Context: an optimization exercise on an open-source flow, tuned for small area and a short achievable clock period. The choices shown serve that exercise and are no tape-out recipe. Where RTL was checked, it was by simulation tests only, not by an equivalence proof against the original.

## run a
Design case_ecc_codec, start of the top module:
module case_ecc_codec (
    input  wire         clk,
    input  wire         rst,
    input  wire         enc_valid,
    input  wire [127:0] enc_data,
    output wire         enc_out_valid,
    output wire [31:0]  enc_out_check,
    input  wire         dec_valid,
    input  wire [159:0] dec_word,
    input  wire [19:0]  dec_erase,
    output wire         dec_out_valid,
    output wire [127:0] dec_out_data,
    output wire         dec_out_corrected,
    output wire         dec_out_uncorrectable,
    output wire [4:0]   dec_out_last_dev
);
    rs_enc u_enc (
        .clk       (clk),
        .rst       (rst),
        .in_valid  (enc_valid),
        .in_data   (enc_data),
        .out_valid (enc_out_valid),
        .out_check (enc_out_check)
    );
    rs_dec u_dec (
        .clk               (clk),
        .rst               (rst),
        .in_valid          (dec_valid),
        .in_word           (dec_word),
        .in_erase          (dec_erase),
        .out_valid         (dec_out_valid),
        .out_data          (dec_out_data),
        .out_corrected     (dec_out_corrected),
        .out_uncorrectable (dec_out_uncorrectable),
        .out_last_dev      (dec_out_last_dev)
    );
endmodule
For scale: ~770 flip-flops, about 0.056 mm2 of cells after synthesis.
==> flow/config.mk <==
export PLATFORM = sky130hd
export DESIGN_NAME = case_ecc_codec
export DESIGN_NICKNAME = case_ecc_codec
export VERILOG_FILES = /design/flow/design.v
export SDC_FILE = /design/flow/constraint.sdc
export NUM_CORES = 4
export LEC_CHECK = 0
export CAP_MARGIN = 20
export CORE_MARGIN = 2
export CORE_UTILIZATION = 50
export CTS_BUF_LIST = sky130_fd_sc_hd__clkbuf_4 sky130_fd_sc_hd__clkbuf_8
export SLEW_MARGIN = 20
==> flow/constraint.sdc <==
create_clock -name core_clock -period 16.0 [get_ports {clk}]
set_input_delay 3.2000 -clock core_clock [delete_from_list [all_inputs] [get_ports {clk}]]
set_output_delay 3.2000 -clock core_clock [all_outputs]
set_load 0.01 [all_outputs]
standard.sh (not shown) runs the stock make flow with config.mk's settings and CLKGATE_MAP_FILE= SYNTH_SCRIPT=/design/flow/synth_recipe.tcl, a recipe that flattens the netlist after the stock synthesis.
==> flow/flow/run.sh <==
#!/bin/bash
# Standard ORFS layout (standard.sh) with two changes:
#  - the port buffers are buf_1 cells instead of the delay buffers that
#    buffer_ports picks by default (every port still gets its buffer);
#  - timing repair aims below the clock period (repair_timing's setup
#    margin), so it keeps improving the worst paths past the constraint.
bash standard.sh SETUP_SLACK_MARGIN=11.3 TNS_END_PERCENT=100 \
    "BUFFER_PORTS_ARGS=-buffer_cell sky130_fd_sc_hd__buf_1" finish > standard.log 2>&1
Run a ended with every stage complete and zero timing, DRC or antenna violations.
Changes in run b relative to run a:
--- a/flow/design.v
+++ b/flow/design.v
@@ -2494,32 +2494,31 @@
     assign s3_c[4] = sx735;
     assign s3_c[5] = sx753;
     assign s3_c[6] = sx775;
     assign s3_c[7] = sx795;
     reg       e0;           
     reg [7:0] xa, xa2;      
-    reg [7:0] m1, m2, m3, m4, m5;
+    reg [7:0] m1, m2, m3, m4;
     always @(*) begin
         e0  = (e0r == 20'd0);
         xa  = 8'h00;
         xa2 = 8'h00;
         for (j = 19; j >= 0; j = j - 1)
             if (e0r[j]) begin
                 xa  = dev_x(j);
                 xa2 = gf_sq(dev_x(j));
             end
         m1 = gf_mul(s0_c, e0 ? s2_c : xa);     
         m2 = gf_mul(s1_c, e0 ? s3_c : xa);     
-        m3 = gf_mul(s2_c, e0 ? s1_c : 8'h01);  
+        m3 = gf_mul(s2_c, e0 ? s1_c : xa);     
         m4 = gf_mul(s0_c, e0 ? s3_c : xa2);    
-        m5 = gf_mul(s2_c, xa);                 
     end
     reg         v1;
     reg [127:0] data1;
     reg [19:0]  e1;
-    reg [7:0]   s0_1, s1_1, s2_1, s3_1, m1_1, m2_1, m3_1, m4_1, m5_1;
+    reg [7:0]   s0_1, s1_1, s2_1, s3_1, m1_1, m2_1, m3_1, m4_1;
     reg         e0_1;
     reg [1:0]   ecnt1;
     always @(posedge clk) begin
         if (rst) v1 <= 1'b0;
         else     v1 <= v0;
         data1 <= w0[127:0];
@@ -2531,31 +2530,30 @@
         s2_1  <= s2_c;
         s3_1  <= s3_c;
         m1_1  <= m1;
         m2_1  <= m2;
         m3_1  <= m3;
         m4_1  <= m4;
-        m5_1  <= m5;
     end
     reg [7:0]  t0, t1, t2, dd, pp, qq, ax;
     reg [3:0]  nx;
     reg [19:0] hita_c, hitb_c;
     reg        tzero_c, t0nz_c, chka_c, dnz_c;
     wire [159:0] ca, cb;
     always @(*) begin
         dd = gf_sq(s1_1) ^ m1_1;
         qq = gf_sq(s2_1) ^ m2_1;
         pp = m3_1 ^ m4_1;
         t0 = s1_1 ^ (e0_1 ? 8'h00 : m1_1);
         t1 = s2_1 ^ (e0_1 ? 8'h00 : m2_1);
-        t2 = s3_1 ^ m5_1;
+        t2 = s3_1 ^ (e0_1 ? 8'h00 : m3_1);
         tzero_c = (t0 == 8'h00) && (t1 == 8'h00) && (t2 == 8'h00);
         t0nz_c  = (t0 != 8'h00);
         chka_c  = (gf_mul(t0, t2) == gf_sq(t1));
         dnz_c   = (dd != 8'h00);
-        ax = to_tower(m4_1 ^ m3_1);    
+        ax = to_tower(m4_1 ^ (e0_1 ? m3_1 : s2_1));
         nx = inv16(t_norm(ax));
     end
     wire cax0 = t0[6] ^ t0[7];
     wire cax1 = t0[4] ^ t0[5];
     wire cax2 = t0[2] ^ t0[3];
     wire cax3 = t0[0] ^ t0[1];
--- outcome ---
Run b vs. run a: XOR/XNOR share of the synthesized area dropped 1.5 points; layout cell share with drive strength beyond 1 dropped 0.43 points; number of vias after detailed routing climbed about 0.54%; pin count of the biggest net entering global routing climbed 38%. Synthesized-area fraction occupied by adder cells across run a and run b: no real change. Run a → run b: area fraction in and, or, nand and nor cells after synthesis went up by 0.17 points, total inserted antenna cells saw an increase. Diff run a -> run b | critical path depth | increase of 15. Run b: number of signal-net inverters in the final layout 9 below run a. Minimum setup slack in the final design for run b: 0.21 ns down relative to run a. Summary: with run a as the reference, count of clock-buffer cells in the layout in run b moved down by a few percent. Run b closes out successfully: all stages finished, all timing, DRC and antenna checks passed. Run a -> run b: fill cell instance count of the final layout decreased by a few percent. Number of global-route vias before repair of run a is on par with run b. Comparing buffering overhead for run a and run b, the smaller number came from run a.
No functional check of the RTL was part of run b.

---

case_ecc_codec, a different RTL version from the one above (not shown whole).
Size in the first run: roughly 6300 cells after synthesis, about 480 I/O pins, ~57000 sq um of cells after synthesis.
==> flow/config.mk <==
export PLATFORM = sky130hd
export DESIGN_NAME = case_ecc_codec
export DESIGN_NICKNAME = case_ecc_codec
export VERILOG_FILES = /design/flow/design.v
export SDC_FILE = /design/flow/constraint.sdc
export NUM_CORES = 4
export LEC_CHECK = 0
export CAP_MARGIN = 20
export CORE_MARGIN = 2
export CORE_UTILIZATION = 50
export SLEW_MARGIN = 20
==> flow/constraint.sdc <==
create_clock -name core_clock -period 16.0 [get_ports {clk}]
set_input_delay 3.2000 -clock core_clock [delete_from_list [all_inputs] [get_ports {clk}]]
set_output_delay 3.2000 -clock core_clock [all_outputs]
set_load 0.01 [all_outputs]
==> flow/flow/run.sh <==
#!/bin/bash
# Standard ORFS layout (standard.sh) with two changes:
#  - the port buffers are buf_2 cells instead of the delay buffers that
#    buffer_ports picks by default (every port still gets its buffer);
#  - timing repair aims below the clock period (repair_timing's setup
#    margin), so it keeps improving the worst paths past the constraint.
bash standard.sh SETUP_SLACK_MARGIN=11.3 TNS_END_PERCENT=100 \
    "BUFFER_PORTS_ARGS=-buffer_cell sky130_fd_sc_hd__buf_2" finish > standard.log 2>&1
==> next run, changes <==
--- a/flow/design.v
+++ b/flow/design.v
@@ -2479,36 +2479,35 @@
     assign s3_c[2] = sx694;
     assign s3_c[3] = sx715;
     assign s3_c[4] = sx733;
     assign s3_c[5] = sx751;
     assign s3_c[6] = sx772;
     assign s3_c[7] = sx792;
     reg       e0;           
     reg [7:0] xa, xa2;      
-    reg [7:0] m1, m2, m3, m4, m5;
+    reg [7:0] m1, m2, m3, m4;
     always @(*) begin
         e0  = (e0r == 20'd0);
         xa  = 8'h00;
         xa2 = 8'h00;
         for (j = 19; j >= 0; j = j - 1)
             if (e0r[j]) begin
                 xa  = dev_x(j);
                 xa2 = gf_sq(dev_x(j));
             end
         m1 = gf_mul(s0_c, e0 ? s2_c : xa);     
         m2 = gf_mul(s1_c, e0 ? s3_c : xa);     
-        m3 = gf_mul(s2_c, e0 ? s1_c : 8'h01);  
+        m3 = gf_mul(s2_c, e0 ? s1_c : xa);     
         m4 = gf_mul(s0_c, e0 ? s3_c : xa2);    
-        m5 = gf_mul(s2_c, xa);                 
     end
     reg         v1;
     reg [127:0] data1;
     reg [19:0]  e1;
-    reg [7:0]   s0_1, s1_1, s2_1, s3_1, m1_1, m2_1, m3_1, m4_1, m5_1;
+    reg [7:0]   s0_1, s1_1, s2_1, s3_1, m1_1, m2_1, m3_1, m4_1;
     reg         e0_1;
     reg [1:0]   ecnt1;
     always @(posedge clk) begin
         if (rst) v1 <= 1'b0;
         else     v1 <= v0;
         data1 <= w0[127:0];
         e1    <= e0r;
         ecnt1 <= cnt3(e0r);
@@ -2516,35 +2515,34 @@
         s0_1  <= s0_c;
         s1_1  <= s1_c;
         s2_1  <= s2_c;
         s3_1  <= s3_c;
         m1_1  <= m1;
         m2_1  <= m2;
         m3_1  <= m3;
         m4_1  <= m4;
-        m5_1  <= m5;
     end
     reg [7:0]  t0, t1, t2, dd, pp, qq, ax;
     reg [3:0]  nx;
     reg [19:0] hita_c, hitb_c;
     reg        tzero_c, t0nz_c, chka_c, dnz_c;
     wire [159:0] ca, cb;
     always @(*) begin
         dd = gf_sq(s1_1) ^ m1_1;
         qq = gf_sq(s2_1) ^ m2_1;
         pp = m3_1 ^ m4_1;
         t0 = s1_1 ^ (e0_1 ? 8'h00 : m1_1);
         t1 = s2_1 ^ (e0_1 ? 8'h00 : m2_1);
-        t2 = s3_1 ^ m5_1;
+        t2 = s3_1 ^ (e0_1 ? 8'h00 : m3_1);
         tzero_c = (t0 == 8'h00) && (t1 == 8'h00) && (t2 == 8'h00);
         t0nz_c  = (t0 != 8'h00);
         chka_c  = (gf_mul(t0, t2) == gf_sq(t1));
         dnz_c   = (dd != 8'h00);
-        ax = to_tower(m4_1 ^ m3_1);
+        ax = to_tower(m4_1 ^ (e0_1 ? m3_1 : s2_1));
         nx = inv16(t_norm(ax));
     end
     wire cax0 = t0[6] ^ t0[7];
     wire cax1 = t0[4] ^ t0[5];
     wire cax2 = t0[2] ^ t0[3];
     wire cax3 = t0[0] ^ t0[1];
     wire cax4 = t0[1] ^ cax0;
     wire cax5 = t0[6] ^ cax1;
Outcome:
- non-clock buffer count drops by 39
- worst setup slack degrades by 0.088 ns
- design area drops by 1.8%
- critical path depth climbs by 1
- first-iteration DRC count drops by about 13%
- routed wire length drops by 0.82%
- synthesized cell count drops by 2.8%
- hold slack improves by 0.0075 ns
- utilization climbs by 0.26 points
- clock-buffer cell count drops by 1
- area after synthesis drops by 2.6%
Only the layout flow was run in the first run of this note; the RTL was not checked for function there.

==> separate check: timing with driven ports <==
No port has a modelled driver above. Below, the same layouts with a new extraction and two added sets of constraints.
Step 1 sets driving cells, clkbuf_16 on the clock port and buf_2 on the other inputs (assumed; they add their load-dependent delay and slew).
Step 2, shift: input delay + t, output delay - t, t = (earliest + latest rising clock arrival at the registers) / 2. This alone moves slack from input paths to output paths.
a / b / c = ideal ports / drivers / drivers and shift; a / b = the first two.
| run | t (ns) | setup slack, ns | clock arrival spread, ns |
|---|---|---|---|
| run a | 0.861 | 11.237 / 11.265 / 10.430 | 0.066 / 0.065 |
| run b | 0.879 | 11.023 / 11.023 / 10.430 | 0.096 / 0.095 |
| the first run of note 2 | 0.741 | 11.150 / 11.150 / 10.543 | 0.080 / 0.080 |
| the second run of note 2 | 0.746 | 11.062 / 11.062 / 10.502 | 0.062 / 0.061 |
After both steps setup and hold are still met in every run listed. The setup slack of run a, which loses most, moves by +0.028 ns with the drivers and by -0.807 ns with both steps.
